What follows belongs to an exercise in optimizing a design on an open flow for small area and a short achievable clock period; a production flow would make more cautious choices.
At most, simulation tests tie the RTL to the original design; equivalence was not proved.
The RTL of run 1 was laid out without a check of its function.

==> flow/design.v (outline; a module is shown in full before it is edited, if it fits) <==
// module rs37_decoder: 2009 lines
module rs37_decoder (
    input  wire         clk,
    input  wire         rst,
    input  wire         in_valid,
    input  wire [295:0] in_word,
    input  wire [2:0]   in_poison,
    output reg          out_valid,
    output reg  [255:0] out_data,
    output reg  [1:0]   out_result,
    output reg  [7:0]   out_sym_a,
    output reg  [7:0]   out_sym_b
);
  // ...
==> flow/flow/run.sh <==
#!/bin/bash
# Own flow: the standard layout (standard.sh) with these changes:
#  - synthesis maps the combinational logic with flow/abc.script (area-oriented
#    mapping, then buffering and sizing) instead of ORFS's abc_speed.script;
#    the rest of the synthesis is synth_recipe.tcl unchanged (see synth.tcl);
#  - the port buffers are buf_2 cells (ORFS's buffer_ports otherwise picks the
#    delay cell clkdlybuf4s50_1). Every port still gets its buffer;
#  - the delay cells (clkdlybuf4s*, dlygate*, dlymetal*) are added to the
#    platform's don't-use list, so that the resizer buffers long wires with
#    buf_* cells.
# The ORFS tools write their logs to orfs/logs; make's output is in flow_make.log.
set -euo pipefail
WORK=$(pwd)
export OWN_WORK=$WORK
export OWN_ABC_SCRIPT=$WORK/flow/abc.script
DU=$(make -C "$FLOW_HOME" DESIGN_CONFIG=$WORK/config.mk WORK_HOME=$WORK/orfs print-DONT_USE_CELLS 2> $WORK/flow_dontuse.log | sed -n 's/^DONT_USE_CELLS: //p')
[ -n "$DU" ] || { echo "no DONT_USE_CELLS"; exit 1; }
for c in clkdlybuf4s15_1 clkdlybuf4s15_2 clkdlybuf4s18_1 clkdlybuf4s18_2 clkdlybuf4s25_1 \
         clkdlybuf4s25_2 clkdlybuf4s50_1 clkdlybuf4s50_2 dlygate4sd1_1 dlygate4sd2_1 \
         dlygate4sd3_1 dlymetal6s2s_1 dlymetal6s4s_1 dlymetal6s6s_1; do
  DU="$DU sky130_fd_sc_hd__$c"
done
bash standard.sh SYNTH_SCRIPT=$WORK/flow/synth.tcl "DONT_USE_CELLS=$DU" \
  "BUFFER_PORTS_ARGS=-buffer_cell sky130_fd_sc_hd__buf_2" finish > $WORK/flow_make.log 2>&1
==> flow/flow/abc.script <==
strash
dch
map -a
topo
stime -c
buffer -c
upsize -c
dnsize -c
==> flow/flow/synth.tcl <==
# The standard synthesis (synth_recipe.tcl, unchanged), with one difference: abc maps the
# combinational logic with flow/abc.script (area-oriented mapping, then buffering and sizing)
# instead of ORFS's abc_speed.script. Flip-flops are mapped by dfflibmap as before.
proc abc {args} {
  set i [lsearch -exact $args -script]
  if {$i >= 0} { lset args [expr {$i + 1}] $::env(OWN_ABC_SCRIPT) }
  yosys abc {*}$args
}
source $::env(OWN_WORK)/synth_recipe.tcl
==> flow/standard.sh <==
#!/bin/bash
# synth_recipe.tcl (not shown) runs the flow's synth.tcl, then flattens the netlist and writes it again
# the make line also repeats each setting of config.mk as NAME=value (left out here)
make -C /OpenROAD-flow-scripts/flow DESIGN_CONFIG=/design/flow/config.mk WORK_HOME=/design/flow/orfs CLKGATE_MAP_FILE= SYNTH_SCRIPT=/design/flow/synth_recipe.tcl "${@:-finish}"
==> flow/config.mk <==
export PLATFORM = sky130hd
export DESIGN_NAME = rs37_decoder
export DESIGN_NICKNAME = rs37_decoder
export VERILOG_FILES = /design/flow/design.v
export SDC_FILE = /design/flow/constraint.sdc
export NUM_CORES = 4
export LEC_CHECK = 0
export CAP_MARGIN = 40
export CORE_MARGIN = 2
export CORE_UTILIZATION = 50
export PLACE_DENSITY = 0.65
export SLEW_MARGIN = 50
==> flow/constraint.sdc <==
create_clock -name core_clock -period 25.0 [get_ports {clk}]
set_input_delay 5.0000 -clock core_clock [delete_from_list [all_inputs] [get_ports {clk}]]
set_output_delay 5.0000 -clock core_clock [all_outputs]
set_load 0.01 [all_outputs]
==> results.json, run 1 <==
{
  "seqCellArea_mm2": 0.0305,
  "syn_area_per_cell_um2": 8.64,
  "seq_cell_count": 1520,
  "start_util": 0.504,
  "hpwl_um": 325000,
  "final_common_cell": "xor2_1",
  "multi_input_area_mm2": 0.0447,
  "largest_reg_flops": 296,
  "critPathMaxStageDelay_ns": 0.58,
  "seq_area_frac_synth": 0.396,
  "fp.dieArea_mm2": 0.157,
  "use_met3": 0.180,
  "outcome": "complete, no violations",
  "synthAdderAreaFrac": 0.00861,
  "slew_viol_final": 0,
  "ys_ff_latch": 1520,
  "antenna_left": 0,
  "max-cap-violations": 0,
  "r2r_cells": 29,
  "cts_setup_buffers": 0,
  "synth_nets": 9238,
  "synth.area.mux_share": 0,
  "hold_violations": 0,
  "hp-start": "d_r2[83]",
  "core_area_mm2": 0.152,
  "tightestPinTransition_ns": 0.920,
  "routed-wl-met3_um": 57200,
  "rsz0062_at_grt": "no",
  "cts_made_buffers": 145,
  "drtIter0Drc": 11729,
  "insertion_delay_ns": 0.87,
  "whs_path_depth": 0,
  "area_share_clock_buf_inv": 0.0568,
  "nFillCells": 12948,
  "syn_inst": 8884
}
==> inputs of run 2 (changes only) <==
--- a/flow/design.v
+++ b/flow/design.v
@@ -1855,155 +1855,122 @@
     assign syn[37] = sx1681;
     assign syn[38] = sx1706;
     assign syn[39] = sx1733;
     wire [7:0] s0 = syn[7:0];
     wire [7:0] s1 = syn[15:8];
     wire [7:0] s2 = syn[23:16];
     wire [7:0] s3 = syn[31:24];
     wire [7:0] s4 = syn[39:32];
-    wire nz = syn != 40'd0;
+    wire nz = s0 != 8'd0 || s1 != 8'd0 || s2 != 8'd0 || s3 != 8'd0 || s4 != 8'd0;
     wire [255:0] d = w1[255:0];
     wire m = m1;
+    wire [7:0] det = gf_mul(s0, s2) ^ gf_sq(s1);
+    wire [7:0] n1 = gf_mul(s0, s3) ^ gf_mul(s1, s2);
+    wire [7:0] n2 = gf_sq(s2) ^ gf_mul(s1, s3);
     reg v2;
     reg [7:0] s0_r2;
     reg [7:0] s1_r2;
     reg [7:0] s2_r2;
     reg [7:0] s3_r2;
     reg [7:0] s4_r2;
     reg nz_r2;
     reg [255:0] d_r2;
     reg m_r2;
+    reg [7:0] det_r2;
+    reg [7:0] n1_r2;
+    reg [7:0] n2_r2;
     always @(posedge clk) begin
         if (rst)
             v2 <= 1'b0;
         else
             v2 <= v1;
         s0_r2 <= s0;
         s1_r2 <= s1;
         s2_r2 <= s2;
         s3_r2 <= s3;
         s4_r2 <= s4;
         nz_r2 <= nz;
         d_r2 <= d;
         m_r2 <= m;
-    end
-    wire [7:0] det = gf_mul(s0_r2, s2_r2) ^ gf_sq(s1_r2);
-    wire [7:0] n1 = gf_mul(s0_r2, s3_r2) ^ gf_mul(s1_r2, s2_r2);
-    wire [7:0] n2 = gf_sq(s2_r2) ^ gf_mul(s1_r2, s3_r2);
-    wire two = det != 8'd0;
-    wire [7:0] a_c = two ? det : s0_r2;
-    wire [7:0] b_c = two ? n2 : s2_r2;
-    wire [7:0] lsel = two ? n1 : s1_r2;
+        det_r2 <= det;
+        n1_r2 <= n1;
+        n2_r2 <= n2;
+    end
+    wire two = det_r2 != 8'd0;
+    wire [7:0] a_c = two ? det_r2 : s0_r2;
+    wire [7:0] b_c = two ? n2_r2 : s2_r2;
+    wire [7:0] lsel = two ? n1_r2 : s1_r2;
+    wire kz = (gf_mul(a_c, s4_r2) ^ gf_mul(n1_r2, s3_r2) ^ gf_mul(b_c, s2_r2)) == 8'd0;
+    wire n1z = n1_r2 == 8'd0;
     wire [7:0] inva = gf_inv(a_c);
-    wire [7:0] invn = gf_inv(n1);
-    wire [7:0] n2d = gf_mul(n2, det);
-    wire [7:0] s1d = gf_mul(s1_r2, det);
+    wire [7:0] invn = gf_inv(n1_r2);
+    wire [7:0] n2d = gf_mul(n2_r2, det_r2);
+    wire [7:0] s1d = gf_mul(s1_r2, det_r2);
+    wire [7:0] l1 = gf_mul(lsel, inva);
+    wire [7:0] cq = gf_mul(n2d, gf_sq(invn));
+    wire [7:0] q = two ? gf_mul(s1d, invn) : s0_r2;
+    wire [7:0] z = two ? qsolve(cq) : 8'h01;
+    wire en1 = nz_r2 & ~m_r2 & kz & (two ? ~cq[5] : n1z);
+    wire en2 = nz_r2 & ~m_r2 & kz & two & ~cq[5];
     reg v3;
     reg [7:0] s0_r3;
-    reg [7:0] s2_r3;
-    reg [7:0] s3_r3;
-    reg [7:0] s4_r3;
     reg nz_r3;
     reg [255:0] d_r3;
     reg m_r3;
-    reg [7:0] n1_r3;
     reg two_r3;
-    reg [7:0] a_c_r3;
-    reg [7:0] b_c_r3;
-    reg [7:0] lsel_r3;
-    reg [7:0] inva_r3;
-    reg [7:0] invn_r3;
-    reg [7:0] n2d_r3;
-    reg [7:0] s1d_r3;
+    reg [7:0] l1_r3;
+    reg [7:0] q_r3;
+    reg [7:0] z_r3;
+    reg en1_r3;
+    reg en2_r3;
     always @(posedge clk) begin
         if (rst)
             v3 <= 1'b0;
         else
             v3 <= v2;
         s0_r3 <= s0_r2;
-        s2_r3 <= s2_r2;
-        s3_r3 <= s3_r2;
-        s4_r3 <= s4_r2;
         nz_r3 <= nz_r2;
         d_r3 <= d_r2;
         m_r3 <= m_r2;
-        n1_r3 <= n1;
         two_r3 <= two;
-        a_c_r3 <= a_c;
-        b_c_r3 <= b_c;
-        lsel_r3 <= lsel;
-        inva_r3 <= inva;
-        invn_r3 <= invn;
-        n2d_r3 <= n2d;
-        s1d_r3 <= s1d;
-    end
-    wire kz = (gf_mul(a_c_r3, s4_r3) ^ gf_mul(n1_r3, s3_r3) ^ gf_mul(b_c_r3, s2_r3)) == 8'd0;
-    wire n1z = n1_r3 == 8'd0;
-    wire [7:0] l1 = gf_mul(lsel_r3, inva_r3);
-    wire [7:0] cq = gf_mul(n2d_r3, gf_sq(invn_r3));
-    wire [7:0] q = two_r3 ? gf_mul(s1d_r3, invn_r3) : s0_r3;
-    wire [7:0] z = two_r3 ? qsolve(cq) : 8'h01;
-    wire en1 = nz_r3 & ~m_r3 & kz & (two_r3 ? ~cq[5] : n1z);
-    wire en2 = nz_r3 & ~m_r3 & kz & two_r3 & ~cq[5];
-    wire [7:0] x1 = gf_mul(l1, z);
-    wire [7:0] x2 = x1 ^ l1;
-    wire [7:0] y1 = q ^ gf_mul(s0_r3, z ^ 8'h01);
+        l1_r3 <= l1;
+        q_r3 <= q;
+        z_r3 <= z;
+        en1_r3 <= en1;
+        en2_r3 <= en2;
+    end
+    wire [7:0] x1 = gf_mul(l1_r3, z_r3);
+    wire [7:0] x2 = x1 ^ l1_r3;
+    wire [7:0] y1 = q_r3 ^ gf_mul(s0_r3, z_r3 ^ 8'h01);
     wire [7:0] y2 = y1 ^ s0_r3;
-    reg v4;
-    reg nz_r4;
-    reg [255:0] d_r4;
-    reg m_r4;
-    reg two_r4;
-    reg en1_r4;
-    reg en2_r4;
-    reg [7:0] x1_r4;
-    reg [7:0] x2_r4;
-    reg [7:0] y1_r4;
-    reg [7:0] y2_r4;
-    always @(posedge clk) begin
-        if (rst)
-            v4 <= 1'b0;
-        else
-            v4 <= v3;
-        nz_r4 <= nz_r3;
-        d_r4 <= d_r3;
-        m_r4 <= m_r3;
-        two_r4 <= two_r3;
-        en1_r4 <= en1;
-        en2_r4 <= en2;
-        x1_r4 <= x1;
-        x2_r4 <= x2;
-        y1_r4 <= y1;
-        y2_r4 <= y2;
-    end
     reg [36:0] hit1, hit2;
     integer k;
     always @(*) begin
         for (k = 0; k < 37; k = k + 1) begin
-            hit1[k] = x1_r4 == ALOC[8*k +: 8];
-            hit2[k] = x2_r4 == ALOC[8*k +: 8];
+            hit1[k] = x1 == ALOC[8*k +: 8];
+            hit2[k] = x2 == ALOC[8*k +: 8];
         end
     end
-    wire ok  = (|hit1) & (en1_r4 & ~two_r4 | en2_r4 & (|hit2));
-    wire ok2 = ok & two_r4;
-    wire [5:0] i1  = loc_idx(x1_r4);
-    wire [5:0] i2  = loc_idx(x2_r4);
+    wire ok  = (|hit1) & (en1_r3 & ~two_r3 | en2_r3 & (|hit2));
+    wire ok2 = ok & two_r3;
+    wire [5:0] i1  = loc_idx(x1);
+    wire [5:0] i2  = loc_idx(x2);
     wire       swp = i2 < i1;
     wire [5:0] pa  = ok  ? ((ok2 & swp) ? i2 : i1) : 6'd63;
     wire [5:0] pb  = ok2 ? (swp ? i1 : i2) : 6'd63;
     reg [255:0] data_c;
     integer b;
     always @(*) begin
         for (b = 0; b < 256; b = b + 1)
-            data_c[b] = d_r4[b] ^ (ok & hit1[b/8] & y1_r4[b%8]) ^ (ok2 & hit2[b/8] & y2_r4[b%8]);
+            data_c[b] = d_r3[b] ^ (ok & hit1[b/8] & y1[b%8]) ^ (ok2 & hit2[b/8] & y2[b%8]);
     end
     always @(posedge clk) begin
         if (rst)
             out_valid <= 1'b0;
         else
-            out_valid <= v4;
+            out_valid <= v3;
         out_data   <= data_c;
-        out_result <= m_r4 ? 2'd3 : (!nz_r4 ? 2'd0 : (ok ? 2'd1 : 2'd2));
+        out_result <= m_r3 ? 2'd3 : (!nz_r3 ? 2'd0 : (ok ? 2'd1 : 2'd2));
         out_sym_a  <= {{2{&pa}}, pa};
         out_sym_b  <= {{2{&pb}}, pb};
     end
 endmodule
==> flow/flow/run.sh (replaced) <==
#!/bin/bash
# Own flow: the standard layout (standard.sh) with these changes:
#  - synthesis maps the combinational logic with flow/abc.script (area-oriented
#    mapping) instead of ORFS's abc_speed.script;
#    the rest of the synthesis is synth_recipe.tcl unchanged (see synth.tcl);
#  - the port buffers are buf_2 cells (ORFS's buffer_ports otherwise picks the
#    delay cell clkdlybuf4s50_1). Every port still gets its buffer;
#  - the delay cells (clkdlybuf4s*, dlygate*, dlymetal*) are added to the
#    platform's don't-use list, so that the resizer buffers long wires with
#    buf_* cells;
#  - timing repair (repair_timing, as in the standard flow) is asked for a
#    setup slack margin of OWN_SETUP_MARGIN ns against the design's
#    constraints, which are unchanged.
# The ORFS tools write their logs to orfs/logs; make's output is in flow_make.log.
set -euo pipefail
WORK=$(pwd)
export OWN_WORK=$WORK
export OWN_ABC_SCRIPT=$WORK/flow/abc.script
DU=$(make -C "$FLOW_HOME" DESIGN_CONFIG=$WORK/config.mk WORK_HOME=$WORK/orfs print-DONT_USE_CELLS 2> $WORK/flow_dontuse.log | sed -n 's/^DONT_USE_CELLS: //p')
[ -n "$DU" ] || { echo "no DONT_USE_CELLS"; exit 1; }
for c in clkdlybuf4s15_1 clkdlybuf4s15_2 clkdlybuf4s18_1 clkdlybuf4s18_2 clkdlybuf4s25_1 \
         clkdlybuf4s25_2 clkdlybuf4s50_1 clkdlybuf4s50_2 dlygate4sd1_1 dlygate4sd2_1 \
         dlygate4sd3_1 dlymetal6s2s_1 dlymetal6s4s_1 dlymetal6s6s_1; do
  DU="$DU sky130_fd_sc_hd__$c"
done
bash standard.sh SYNTH_SCRIPT=$WORK/flow/synth.tcl "DONT_USE_CELLS=$DU" \
  "BUFFER_PORTS_ARGS=-buffer_cell sky130_fd_sc_hd__buf_2" \
  SETUP_SLACK_MARGIN=${OWN_SETUP_MARGIN:-19} finish > $WORK/flow_make.log 2>&1
==> flow/flow/abc.script (replaced) <==
strash
dch
map -a
==> flow/flow/synth.tcl (replaced) <==
# The standard synthesis (synth_recipe.tcl, unchanged), with one difference: abc maps the
# combinational logic with flow/abc.script (area-oriented mapping)
# instead of ORFS's abc_speed.script. Flip-flops are mapped by dfflibmap as before.
proc abc {args} {
  set i [lsearch -exact $args -script]
  if {$i >= 0} { lset args [expr {$i + 1}] $::env(OWN_ABC_SCRIPT) }
  yosys abc {*}$args
}
source $::env(OWN_WORK)/synth_recipe.tcl
==> flow/config.mk (replaced) <==
export PLATFORM = sky130hd
export DESIGN_NAME = rs37_decoder
export DESIGN_NICKNAME = rs37_decoder
export VERILOG_FILES = /design/flow/design.v
export SDC_FILE = /design/flow/constraint.sdc
export NUM_CORES = 4
export LEC_CHECK = 0
export CAP_MARGIN = 20
export CORE_MARGIN = 2
export CORE_UTILIZATION = 50
export PLACE_DENSITY = 0.65
export SLEW_MARGIN = 20
==> results.json, run 2 <==
{
  "finalSetupViolCount": 0,
  "route.detailed.drc": 0,
  "grt_max_degree": 56,
  "tightestPinTransition_ns": 1.32,
  "synth_top_family_by_area": "XOR/XNOR gates",
  "r2r_cells": 20,
  "cts_sinks": 1188,
  "stdcell_count": 11257,
  "die_h_um": 375,
  "rows": 136,
  "largest_reg_flops": 296,
  "cts_htree_levels": 3,
  "grt-ovfl-total": 0,
  "top_register": "w1",
  "cp_slowest_cell": "dfxtp_4",
  "fin_setup_tns_ns": 0,
  "route.vias.total": 69156,
  "synth-edff-count": 0,
  "cts_made_buffers": 110,
  "track_usage": 0.524,
  "clock_skew_ns": 0.0695,
  "layout-drive-gt1-share": 0.183,
  "outcome": "complete, no violations",
  "final_common_cell": "nand2_1",
  "rsz0062_at_grt": "yes",
  "grt_pass1_wl_um": 513000,
  "crit_family": "flip-flops",
  "start_util": 0.503,
  "post-route-period-util": 0.256,
  "final.min_clock_period_ns": 6.40,
  "dr.pass1.iters": 10,
  "yosys.area.top_type_share": 0.345,
  "fmax_ghz": 0.156,
  "yosysWarnings": 1,
  "async_flop_share": 0,
  "crit_required_ns": 20.00,
  "via_per_inst": 6.14,
  "critPathMaxStageDelay_ns": 0.46,
  "area_delta_synth_final_pct": 22.1,
  "worst-setup-path-type": "flip-flop to output pin",
  "nNetsFinal": 9677,
  "syn_area_per_cell_um2": 8.20,
  "regToRegEndpoint": "n1_r2[5]",
  "insertion_delay_ns": 0.80,
  "die_w_um": 375,
  "synth_commonest_cells": "xor2_1, nand2_1, xnor2_1",
  "reg2reg_from": "w1[67]",
  "crit_chain": "buf_6",
  "antenna_left": 0,
  "crit_path_start_kind": "flip-flop",
  "core_area_mm2": 0.137,
  "cts-root-buf": "clkbuf_16",
  "critPathBufInv": 1,
  "path_clk_slew_ns": 0.07,
  "place.gp.congestion": 1.22,
  "synth_nets": 8755,
  "seqCellArea_mm2": 0.0243,
  "synth.area.mux_share": 0,
  "synthXorXnorAreaFrac": 0.396,
  "grt_pass1_vias": 64794,
  "fp.dieArea_mm2": 0.141,
  "synth_compound_area_frac": 0.0537,
  "drtIter0Drc": 11694,
  "postCtsHoldBufs": 0,
  "cp_data_arrival_time_ns": 1.40,
  "tritoncts": "yes",
  "crit_path_start": "out_data[24]",
  "clockBufferDepth": 3,
  "seq_area_frac_synth": 0.345,
  "ys_ff_latch": 1188,
  "wl_per_cell_um": 34.3,
  "cp.depth": 1,
  "dominantRegCellSynth": "dfxtp_1",
  "synthAdderAreaFrac": 0.00795,
  "slew_headroom": 0.119,
  "multi_input_area_mm2": 0.0456,
  "dp.cells": 10921,
  "hold_violations": 0,
  "synthesis.area_mm2": 0.0689,
  "hpwl_um": 297000,
  "cp_max_fo": 1,
  "rrSetupSlack_ns": 18.82,
  "synth.distinct_cells": 46,
  "ys_top_cells_by_area": "dfxtp_1, xor2_1, xnor2_1",
  "setup.worst_path.end_class": "output pin",
  "finalWirelength_um": 386000,
  "yosysTopAreaCell": "dfxtp_1",
  "finish.utilization": 0.614,
  "slew_viol_final": 0,
  "ioPinCount": 577,
  "yosysMostFrequentCell": "xor2_1",
  "final_cell_mix": "nand2_1, xor2_1, xnor2_1, dfxtp_1, nor2_1",
  "synthSimpleGateAreaFrac": 0.166,
  "max-cap-violations": 0,
  "grt_antenna_before_repair": 50,
  "endpoint": "out_data[24]",
  "hold_path_class": "flip-flop to flip-flop",
  "syn_inst": 8410,
  "nFillCells": 11291,
  "io_buffers": 576,
  "whs_path_depth": 0
}
run 2: changes by cell type after synthesis, sizes merged, moves of 91 or more:
cell,change
nand2,+273
inv,-554
clkinv,+557
dfxtp,-332
clkbuf,-156
buf,-97
nor2,-91
run 2: how the worst min path moves through the flow:
stage | start | endpoint | slack, ns
finish | d_r2[136] | d_r3[136] | 0.30
global route | d_r2[136] | d_r3[136] | 0.29
CTS | d_r2[136] | d_r3[136] | 0.30
detailed placement | d_r2[138] | d_r3[138] | 0.31
global placement | d_r2[112] | d_r3[112] | 0.31
floorplan | d_r2[0] | d_r3[0] | 0.31
run 2: worst reg2reg max path, stage by stage (launching register included):
cell and delay, ns:
dfxtp_1 0.58, clkinv_1 0.27, nand2_1 0.13, nand2_1 0.22, xnor2_2 0.39, buf_1 0.54, xor2_1 0.18, xnor2_1 0.77
xnor2_1 0.18, xnor2_1 0.24, xnor2_1 0.12, or2_2 0.32, nand2_1 0.31, buf_1 0.44, nor2_1 0.10, xor2_1 0.21
xor2_1 0.22, xor2_1 0.29, xor2_1 0.24, xor2_1 0.21, xnor2_1 0.13
run 2: logic make-up (layout without fill, tap and decap cells):
group | Yosys count | in the layout
AND/OR/NAND/NOR | 2870 | 2871
other | 0 | 38
adder cells (fa/ha/maj) | 44 | 44
XOR/XNOR | 3118 | 3118
flip-flops | 1188 | 1188
AO/OA/AOI/OAI | 615 | 615
buffers and inverters | 575 | 1589
run 2: repair_timing:
action | in CTS | in global routing
cloned | 2 | 0
setup endpoints to repair | 587 | 582
gates resized for setup | 880 | 379
setup buffers | 34 | 57
pin swaps | 19 | 29
run 2: routing by layer:
metal	vias to the layer above	share of wire	global-route usage
met5	-	0.00085	0.000343
met4	24	0.10	0.391
met3	2078	0.16	0.224
met2	6812	0.39	0.732
met1	32254	0.35	0.634
li1	27988	-	-
run 2: area by class of cell:
cell class,instances,area share
diodes,38,0.00113
well taps,1794,0.0267
clock buffers,157,0.0381
multi-input cells,6648,0.542
repair inverters,1,0.000193
repair buffers,812,0.0696
inverters,571,0.0274
flip-flops and latches,1188,0.289
clock inverters,48,0.00632
run 2: stage by stage:
stage	worst slack, ns	cell area (µm²)	hold WS (ns)
3_3_place_gp	16.07	75000	0.310
6_report	18.60	84200	0.301
3_5_place_dp	16.09	75100	0.312
2_1_floorplan	19.00	69000	0.310
4_1_cts	18.65	82100	0.300
5_1_grt	18.63	84100	0.294
==> inputs of run 3 (changes only) <==
==> flow/flow/run.sh (replaced) <==
#!/bin/bash
# Own flow: the standard layout (standard.sh, with its standard synthesis)
# with these changes:
#  - the port buffers are buf_2 cells (ORFS's buffer_ports otherwise picks the
#    delay cell clkdlybuf4s50_1). Every port still gets its buffer;
#  - the delay cells (clkdlybuf4s*, dlygate*, dlymetal*) are added to the
#    platform's don't-use list, so that the resizer buffers long wires with
#    buf_* cells;
#  - timing repair (repair_timing, as in the standard flow) is asked for a
#    setup slack margin of OWN_SETUP_MARGIN ns against the design's
#    constraints, which are unchanged.
# The ORFS tools write their logs to orfs/logs; make's output is in flow_make.log.
set -euo pipefail
WORK=$(pwd)
DU=$(make -C "$FLOW_HOME" DESIGN_CONFIG=$WORK/config.mk WORK_HOME=$WORK/orfs print-DONT_USE_CELLS 2> $WORK/flow_dontuse.log | sed -n 's/^DONT_USE_CELLS: //p')
[ -n "$DU" ] || { echo "no DONT_USE_CELLS"; exit 1; }
for c in clkdlybuf4s15_1 clkdlybuf4s15_2 clkdlybuf4s18_1 clkdlybuf4s18_2 clkdlybuf4s25_1 \
         clkdlybuf4s25_2 clkdlybuf4s50_1 clkdlybuf4s50_2 dlygate4sd1_1 dlygate4sd2_1 \
         dlygate4sd3_1 dlymetal6s2s_1 dlymetal6s4s_1 dlymetal6s6s_1; do
  DU="$DU sky130_fd_sc_hd__$c"
done
bash standard.sh "DONT_USE_CELLS=$DU" \
  "BUFFER_PORTS_ARGS=-buffer_cell sky130_fd_sc_hd__buf_2" \
  SETUP_SLACK_MARGIN=${OWN_SETUP_MARGIN:-19} finish > $WORK/flow_make.log 2>&1
removed: flow/flow/abc.script
removed: flow/flow/synth.tcl
==> results.json, run 3 <==
{
  "antenna_left": 0,
  "grt_max_degree": 99,
  "dr.pass1.iters": 14,
  "reg2reg_from": "w1[133]",
  "dominantRegCellSynth": "dfxtp_1",
  "final_common_cell": "xnor2_1",
  "die_h_um": 399,
  "stdcell_count": 11218,
  "grt_pass1_vias": 66017,
  "crit_path_start_kind": "flip-flop",
  "track_usage": 0.519,
  "cp_slowest_cell": "dfxtp_1",
  "die_w_um": 399,
  "postCtsHoldBufs": 0,
  "clockBufferDepth": 3,
  "wl_per_cell_um": 38.1,
  "ioPinCount": 577,
  "nFillCells": 13284,
  "max-cap-violations": 0,
  "regToRegEndpoint": "n1_r2[3]",
  "cts_sinks": 1188,
  "dp.cells": 10913,
  "layout-drive-gt1-share": 0.168,
  "cp_max_fo": 11,
  "fp.dieArea_mm2": 0.159,
  "synthesis.area_mm2": 0.0779,
  "tightestPinTransition_ns": 1.35,
  "setup.worst_path.end_class": "flip-flop",
  "ys_top_cells_by_area": "dfxtp_1, xnor2_1, xor2_1",
  "synth_commonest_cells": "xnor2_1, dfxtp_1, nand2_1",
  "io_buffers": 576,
  "synth.distinct_cells": 101,
  "critPathBufInv": 3,
  "endpoint": "n1_r2[3]",
  "critPathMaxStageDelay_ns": 0.74,
  "yosysMostFrequentCell": "xnor2_1",
  "top_register": "w1",
  "yosys.area.top_type_share": 0.305,
  "crit_chain": "buf_1 > xnor2_1 > xnor2_1 > xnor2_2 > xnor2_1 > xor2_1 > buf_1 > inv_1 > xnor2_1 > xor2_1 > nand2_1 > xnor2_1 > xor3_1 > xnor2_1 > xnor2_1",
  "cpMostUsedCell": "xnor2_1",
  "slew_viol_final": 0,
  "via_per_inst": 6.51,
  "outcome": "complete, no violations",
  "cts-root-buf": "clkbuf_16",
  "drtIter0Drc": 13871,
  "area_delta_synth_final_pct": 16.1,
  "hold_path_class": "flip-flop to flip-flop",
  "crit_family": "XOR/XNOR gates",
  "r2r_cells": 15,
  "final_cell_mix": "xnor2_1, nand2_1, dfxtp_1, xor2_1, nor2_1",
  "cts_htree_levels": 3,
  "synth-edff-count": 0,
  "hpwl_um": 332000,
  "rsz0062_at_grt": "yes",
  "route.vias.total": 73065,
  "grt_pass1_wl_um": 565000,
  "seq_area_frac_synth": 0.305,
  "cp_data_arrival_time_ns": 7.21,
  "core_area_mm2": 0.154,
  "ys_ff_latch": 1188,
  "worst-setup-path-type": "flip-flop to flip-flop",
  "syn_inst": 8593,
  "tritoncts": "yes",
  "fmax_ghz": 0.154,
  "fin_setup_tns_ns": 0,
  "insertion_delay_ns": 0.83,
  "nNetsFinal": 9376,
  "crit_path_start": "w1[133]",
  "grt_antenna_before_repair": 65,
  "final.min_clock_period_ns": 6.50,
  "yosysWarnings": 1,
  "async_flop_share": 0,
  "post-route-period-util": 0.260,
  "grt-ovfl-total": 0,
  "syn_area_per_cell_um2": 9.07,
  "slew_headroom": 0.0942,
  "place.gp.congestion": 1.20,
  "largest_reg_flops": 296,
  "finalSetupViolCount": 0,
  "start_util": 0.505,
  "clock_skew_ns": 0.0711,
  "yosysTopAreaCell": "dfxtp_1",
  "route.detailed.drc": 0,
  "cp.depth": 15,
  "rows": 144,
  "path_clk_slew_ns": 0.07,
  "synth_nets": 8938,
  "crit_required_ns": 25.71,
  "cts_made_buffers": 114,
  "finalWirelength_um": 428000,
  "hold_violations": 0,
  "rrSetupSlack_ns": 18.50
}
[run 3: final cells by class]
class	count	area, µm²	share of cell area
inverter	95	370	0.00409
tap	2044	2560	0.0283
timing repair buffer	919	6200	0.0686
multi-input combinational	6713	52700	0.582
clock inverter	65	1030	0.0114
antenna	44	110	0.00122
sequential	1188	24300	0.269
clock buffer	150	3180	0.0351
[run 3: cell families (layout without fill, tap and decap cells)]
kind of cell / Yosys count / in the layout / synth area share
other: 0 / 44 / 0
adders and majority gates: 44 / 44 / 0.00703
buffers and inverters: 694 / 1229 / 0.0355
AOI/OAI and AO/OA: 1223 / 1223 / 0.101
and+or+nand+nor: 2159 / 2159 / 0.121
xor gates and xnor gates: 3126 / 3127 / 0.405
DFF: 1188 / 1188 / 0.305
muxes: 159 / 160 / 0.0255
[run 3: what timing repair did]
item                       in CTS  in global routing
setup endpoints to repair     588                412
cloned                          2                  0
pin swaps                       9                  9
gates resized for setup       824                171
setup buffers                  13                 30
[run 3: worst register-to-register path, delay by kind of cell (launching register included)]
kind / cells / cell delay [ns]
DFF: 1 / 0.74
xor gates and xnor gates: 11 / 3.89
buffers and inverters: 3 / 1.67
and+or+nand+nor: 1 / 0.13
[run 3: worst min path at each step]
stage	startpoint	to	slack, ns	depth (start not counted)
4_1_cts	d_r2[234]	d_r3[234]	0.29	0
6_report	d_r2[194]	d_r3[194]	0.29	0
2_1_floorplan	d_r2[0]	d_r3[0]	0.31	0
3_5_place_dp	d_r2[119]	d_r3[119]	0.31	0
3_3_place_gp	d_r2[252]	d_r3[252]	0.31	0
5_1_grt	d_r2[156]	d_r3[156]	0.29	0
[run 3: metrics by stage]
stage               setup slack [ns]  utilization  hold slack (ns)  cell area [µm²]
floorplan                      19.51            -            0.310            77900
global placement               17.27        0.535            0.310            82600
detailed placement             17.16        0.535            0.312            82700
CTS                            18.60        0.580            0.290            89600
global route                   18.58        0.585            0.289            90400
finish                         18.50        0.586            0.291            90500
[run 3: metal layers]
layer / track usage / routed length (µm) / vias up
li1: - / - / 29366
met1: 0.654 / 157000 / 34971
met2: 0.705 / 165000 / 7018
met3: 0.251 / 71100 / 1682
met4: 0.322 / 35400 / 28
met5: 0.00515 / 439 / -
==> inputs of run 4 (changes only) <==
--- a/flow/flow/run.sh
+++ b/flow/flow/run.sh
@@ -21,4 +21,4 @@
 done
 bash standard.sh "DONT_USE_CELLS=$DU" \
   "BUFFER_PORTS_ARGS=-buffer_cell sky130_fd_sc_hd__buf_2" \
-  SETUP_SLACK_MARGIN=${OWN_SETUP_MARGIN:-19} finish > $WORK/flow_make.log 2>&1
+  SETUP_SLACK_MARGIN=${OWN_SETUP_MARGIN:-18.5} finish > $WORK/flow_make.log 2>&1
==> results.json, run 4 <==
{
  "track_usage": 0.513,
  "finalSetupViolCount": 0,
  "outcome": "complete, no violations",
  "hp-start": "d_r2[194]",
  "fp.dieArea_mm2": 0.159,
  "route.vias.total": 72167,
  "synth_compound_area_frac": 0.101,
  "hold_violations": 0,
  "top_register": "w1",
  "setup.worst_path.end_class": "flip-flop",
  "r2r_cells": 14,
  "yosysWarnings": 1,
  "synth_commonest_cells": "xnor2_1, dfxtp_1, nand2_1",
  "synth_top_family_by_area": "XOR/XNOR gates",
  "place.gp.congestion": 1.20,
  "seq_area_frac_synth": 0.305,
  "whs_path_depth": 0,
  "regToRegEndpoint": "det_r2[6]",
  "io_buffers": 576,
  "rrSetupSlack_ns": 18.14,
  "ys_ff_latch": 1188,
  "die_w_um": 399,
  "synthXorXnorAreaFrac": 0.405,
  "cts-root-buf": "clkbuf_16",
  "core_area_mm2": 0.154,
  "synth.area.mux_share": 0.0255,
  "slew_viol_final": 0,
  "insertion_delay_ns": 0.83,
  "dp_slack_ns": 17.16,
  "cts_htree_levels": 3,
  "grt_pass1_wl_um": 557000,
  "via_per_inst": 6.46,
  "finish.instance_area_mm2": 0.0877,
  "post-route-period-util": 0.275,
  "cp_data_arrival_time_ns": 7.51,
  "wl_per_cell_um": 37.8,
  "synthAdderAreaFrac": 0.00703,
  "path_clk_slew_ns": 0.07,
  "syn_area_per_cell_um2": 9.07,
  "crit_required_ns": 25.65,
  "cpMostUsedCell": "xnor3_1",
  "dominantRegCellSynth": "dfxtp_1",
  "holdPathEnd": "d_r3[194]",
  "nFillCells": 13663,
  "tightestPinTransition_ns": 1.30,
  "dr.pass1.iters": 14,
  "hpwl_um": 332000,
  "layout-drive-gt1-share": 0.128,
  "antenna_left": 0,
  "crit_family": "XOR/XNOR gates",
  "async_flop_share": 0,
  "max-cap-violations": 0,
  "reg2reg_from": "w1[14]",
  "clockBufferDepth": 3,
  "clock_skew_ns": 0.0744,
  "critPathBufInv": 2,
  "placed_area_mm2": 0.0827,
  "cts_sinks": 1188,
  "largest_reg_flops": 296,
  "grt_antenna_before_repair": 70,
  "start_util": 0.505,
  "worst-setup-path-type": "flip-flop to flip-flop",
  "fmax_ghz": 0.146,
  "grt-ovfl-total": 0,
  "yosys.area.top_type_share": 0.305,
  "crit_chain": "xnor3_1 > xnor3_1 > xnor3_1 > xnor3_1 > xnor2_1 > buf_1 > clkinv_1 > xnor2_2 > a21oi_1 > nor3_1 > a31oi_1 > xor2_1 > xnor2_1 > xnor2_1",
  "fin_setup_tns_ns": 0,
  "tritoncts": "yes",
  "yosysTopAreaCell": "dfxtp_1",
  "synthesis.area_mm2": 0.0779,
  "route.detailed.drc": 0,
  "synth_nets": 8938,
  "syn_inst": 8593,
  "nNetsFinal": 9343,
  "slew_headroom": 0.129,
  "ys_top_cells_by_area": "dfxtp_1, xnor2_1, xor2_1",
  "crit_path_start_kind": "flip-flop",
  "ioPinCount": 577,
  "die_h_um": 399,
  "finalWirelength_um": 423000,
  "final_common_cell": "xnor2_1",
  "setup_slack_ns": 18.14,
  "drtIter0Drc": 13328,
  "final.min_clock_period_ns": 6.86,
  "cp_slowest_cell": "buf_1",
  "synth-edff-count": 0,
  "critPathMaxStageDelay_ns": 0.78,
  "area_delta_synth_final_pct": 12.5,
  "postCtsHoldBufs": 0,
  "yosysMostFrequentCell": "xnor2_1",
  "rows": 144,
  "hold_path_class": "flip-flop to flip-flop",
  "multi_input_area_mm2": 0.0523,
  "synthSimpleGateAreaFrac": 0.121,
  "final_cell_mix": "xnor2_1, dfxtp_1, nand2_1, xor2_1, buf_2",
  "seqCellArea_mm2": 0.0239,
  "synth.distinct_cells": 101,
  "cp_max_fo": 10,
  "grt_max_degree": 99,
  "cts_made_buffers": 114,
  "grt_pass1_vias": 65129,
  "holdWs_ns": 0.291,
  "rsz0062_at_grt": "yes"
}
run 4: worst register-to-register path: cells and delay by family (launching register included):
kind            cells  cell delay, ns
xor+xnor            9            4.14
simple gates        1            0.25
buf+inv             2            1.36
compound gates      2            0.24
flops               1            0.77
run 4: repair_timing:
item / 4_1_cts / 5_1_grt
gates cloned: 0 / 2
setup buffers: 2 / 7
pin swaps: 1 / 6
gates resized for setup: 68 / 86
setup endpoints to repair: 305 / 130
run 4: area by class of cell:
| class | instances | share of cell area |
|---|---|---|
| multi-input combinational | 6713 | 0.597 |
| sequential | 1188 | 0.272 |
| timing repair buffer | 886 | 0.0491 |
| clock buffer | 150 | 0.0363 |
| tap | 2044 | 0.0292 |
| clock inverter | 65 | 0.0117 |
| inverter | 95 | 0.00411 |
| antenna | 30 | 0.000856 |
run 4: how the worst max path moves through the flow:
stage | start | end | slack, ns | depth (start not counted)
after floorplan | out_sym_a[6] | out_sym_a[7] | 19.51 | 1
after global routing | w1[183] | n1_r2[3] | 18.32 | 14
after global placement | l1_r3[4] | out_data[56] | 17.27 | 18
final | w1[14] | det_r2[6] | 18.14 | 14
after CTS | out_data[174] | out_data[174] | 18.50 | 1
after detailed placement | l1_r3[7] | out_data[48] | 17.16 | 18
run 4: per-layer routing:
layer	up-vias	share of wire	track usage
met4	44	0.084	0.317
met5	-	0.0011	0
li1	29309	-	-
met1	34475	0.36	0.644
met3	1569	0.17	0.256
met2	6770	0.38	0.692
run 4: cell families after synthesis:
family | Yosys count
buf+inv | 694
xor+xnor | 3126
simple gates | 2159
mux | 159
fa+ha+maj | 44
flops | 1188
compound gates | 1223
run 4: metrics by stage:
stage,instances,util
final,11171,0.568
after global routing,11143,0.567
after CTS,11130,0.564
after detailed placement,10913,0.535
after global placement,10913,0.535
after floorplan,8593,-
==> inputs of run 5 (changes only) <==
--- a/flow/flow/run.sh
+++ b/flow/flow/run.sh
@@ -21,4 +21,4 @@
 done
 bash standard.sh "DONT_USE_CELLS=$DU" \
   "BUFFER_PORTS_ARGS=-buffer_cell sky130_fd_sc_hd__buf_2" \
-  SETUP_SLACK_MARGIN=${OWN_SETUP_MARGIN:-18.5} finish > $WORK/flow_make.log 2>&1
+  SETUP_SLACK_MARGIN=${OWN_SETUP_MARGIN:-19.5} finish > $WORK/flow_make.log 2>&1
==> results.json, run 5 <==
{
  "io_buffers": 576,
  "yosysWarnings": 1,
  "holdPathEnd": "d_r3[194]",
  "fin_setup_tns_ns": 0,
  "cts_made_buffers": 114,
  "nNetsFinal": 9512,
  "synth_nets": 8938,
  "seq_area_frac_synth": 0.305,
  "rrSetupSlack_ns": 19.32,
  "post-route-period-util": 0.256,
  "route.detailed.drc": 0,
  "via_per_inst": 6.47,
  "yosysMostFrequentCell": "xnor2_1",
  "finalSetupViolCount": 0,
  "final_common_cell": "xnor2_1",
  "clockBufferDepth": 3,
  "cts_sinks": 1188,
  "path_clk_slew_ns": 0.07,
  "regToRegEndpoint": "n1_r2[3]",
  "place.gp.congestion": 1.20,
  "fp.dieArea_mm2": 0.159,
  "area_delta_synth_final_pct": 19.0,
  "max-cap-violations": 0,
  "rows": 144,
  "crit_chain": "buf_6",
  "ys_ff_latch": 1188,
  "r2r_cells": 15,
  "cp_max_fo": 2,
  "crit_path_start_kind": "flip-flop",
  "outcome": "complete, no violations",
  "rsz0062_at_grt": "yes",
  "grt_max_degree": 72,
  "final.min_clock_period_ns": 6.40,
  "cp_slowest_cell": "dfxtp_4",
  "drtIter0Drc": 13115,
  "dominantRegCellSynth": "dfxtp_1",
  "grt_antenna_before_repair": 55,
  "whs_path_depth": 0,
  "grt-ovfl-total": 0,
  "insertion_delay_ns": 0.83,
  "top_register": "w1",
  "dp.cells": 10913,
  "yosysTopAreaCell": "dfxtp_1",
  "grt_pass1_vias": 66356,
  "fmax_ghz": 0.156,
  "route.vias.total": 73279,
  "synthesis.area_mm2": 0.0779,
  "stdcell_count": 11334,
  "slew_viol_final": 0,
  "reg2reg_from": "w1[82]",
  "cts_htree_levels": 3,
  "synth-edff-count": 0,
  "critPathBufInv": 1,
  "layout-drive-gt1-share": 0.199,
  "hpwl_um": 332000,
  "hold_path_class": "flip-flop to flip-flop",
  "die_w_um": 399,
  "async_flop_share": 0,
  "critPathMaxStageDelay_ns": 0.46,
  "final_cell_mix": "xnor2_1, nand2_1, dfxtp_1, xor2_1, buf_2",
  "hold_violations": 0,
  "yosys.area.top_type_share": 0.305,
  "crit_required_ns": 20.00,
  "worst-setup-path-type": "flip-flop to output pin",
  "finalWirelength_um": 431000,
  "finish.utilization": 0.601,
  "synth.distinct_cells": 101,
  "antenna_left": 0,
  "clock_skew_ns": 0.0775,
  "tritoncts": "yes",
  "wl_per_cell_um": 38.0,
  "cp_data_arrival_time_ns": 1.40,
  "ys_top_cells_by_area": "dfxtp_1, xnor2_1, xor2_1",
  "largest_reg_flops": 296,
  "tightestPinTransition_ns": 1.24,
  "syn_inst": 8593,
  "die_h_um": 399,
  "setup.worst_path.end_class": "output pin",
  "syn_area_per_cell_um2": 9.07,
  "start_util": 0.505,
  "synth_commonest_cells": "xnor2_1, dfxtp_1, nand2_1",
  "slew_headroom": 0.170,
  "dr.pass1.iters": 9,
  "crit_family": "flip-flops",
  "hp-start": "d_r2[194]",
  "cts-root-buf": "clkbuf_16",
  "track_usage": 0.521,
  "core_area_mm2": 0.154,
  "grt_pass1_wl_um": 566000,
  "ioPinCount": 577
}
-- run 5: cells by family (layout without fill, tap and decap cells) --
group / after synthesis / count (layout) / share of synthesized area
adder cells (fa/ha/maj): 44 / 44 / 0.00703
AO/OA/AOI/OAI: 1223 / 1223 / 0.101
flip-flops: 1188 / 1188 / 0.305
XOR/XNOR: 3126 / 3130 / 0.405
other: 0 / 24 / 0
buffers and inverters: 694 / 1362 / 0.0355
AND/OR/NAND/NOR: 2159 / 2159 / 0.121
multiplexers: 159 / 160 / 0.0255
-- run 5: what timing repair did --
item / 4_1_cts / 5_1_grt
gates resized for setup: 1020 / 319
setup buffers: 49 / 124
hold buffers: 0 / 0
pin swaps: 26 / 49
cloned: 4 / 3
setup endpoints to repair: 594 / 421
-- run 5: metrics by stage --
stage | hold WS (ns) | worst slack (ns) | area [µm²]
2_1_floorplan | 0.310 | 19.51 | 77900
3_3_place_gp | 0.310 | 17.27 | 82600
3_5_place_dp | 0.312 | 17.16 | 82700
4_1_cts | 0.290 | 18.60 | 90600
5_1_grt | 0.289 | 18.59 | 92700
6_report | 0.290 | 18.60 | 92800
-- run 5: how the worst max path moves through the flow --
stage	start	cells after the start	endpoint	slack, ns
2_1_floorplan	out_sym_a[6]	1	out_sym_a[7]	19.51
3_3_place_gp	l1_r3[4]	18	out_data[56]	17.27
3_5_place_dp	l1_r3[7]	18	out_data[48]	17.16
4_1_cts	out_data[172]	1	out_data[172]	18.60
5_1_grt	out_data[31]	1	out_data[31]	18.59
6_report	out_data[239]	1	out_data[239]	18.60
-- run 5: layout make-up --
| cell class | count | area (µm²) |
|---|---|---|
| fillers | 13078 | 61600 |
| diodes | 24 | 60.1 |
| repair buffers | 1052 | 7180 |
| clock inverters | 65 | 1030 |
| flip-flops and latches | 1188 | 24400 |
| well taps | 2044 | 2560 |
| inverters | 95 | 390 |
| clock buffers | 150 | 3180 |
| multi-input cells | 6716 | 53900 |
-- run 5: per-layer routing --
| metal | global-route usage | up-vias | part of all wire |
|---|---|---|---|
| met5 | 0.00726 | - | 0.0019 |
| met4 | 0.335 | 44 | 0.087 |
| met3 | 0.265 | 1716 | 0.17 |
| met2 | 0.703 | 6959 | 0.38 |
| met1 | 0.647 | 34933 | 0.36 |
| li1 | - | 29627 | - |

[port drivers added, routing unchanged]
The flow's constraints put no driver on any port. The routed layouts listed below were extracted and timed again, unchanged, in two steps.
Step 1 sets driving cells, clkbuf_16 on the clock port and buf_2 on the other inputs (assumed; they add their load-dependent delay and slew).
Step 2 times the ports against the registers' clock, not the clock port: input delays grow and output delays shrink by t, the midpoint of the rising clock arrivals with the driver on.
a / b / c = ideal / step 1 / step 2; a / b = the first two.
| run | t (ns) | slack for setup (ns) | clock arrival spread, ns | slew at the worst register clock pin (ns) | worst data-port slew with drivers (ns) |
|---|---|---|---|---|---|
| run 1 | 0.919 | 17.747 / 17.747 / 17.747 | 0.087 / 0.087 | 0.08 / 0.08 | 0.11 |
| run 2 | 0.855 | 18.604 / 18.518 / 18.824 | 0.073 / 0.073 | 0.08 / 0.08 | 0.13 |
| run 3 | 0.890 | 18.499 / 18.491 / 18.499 | 0.074 / 0.074 | 0.09 / 0.09 | 0.12 |
| run 4 | 0.889 | 18.137 / 18.137 / 18.137 | 0.075 / 0.075 | 0.08 / 0.08 | 0.10 |
| run 5 | 0.893 | 18.597 / 18.498 / 19.318 | 0.080 / 0.081 | 0.09 / 0.09 | 0.12 |
After both steps every run listed still meets setup and hold.
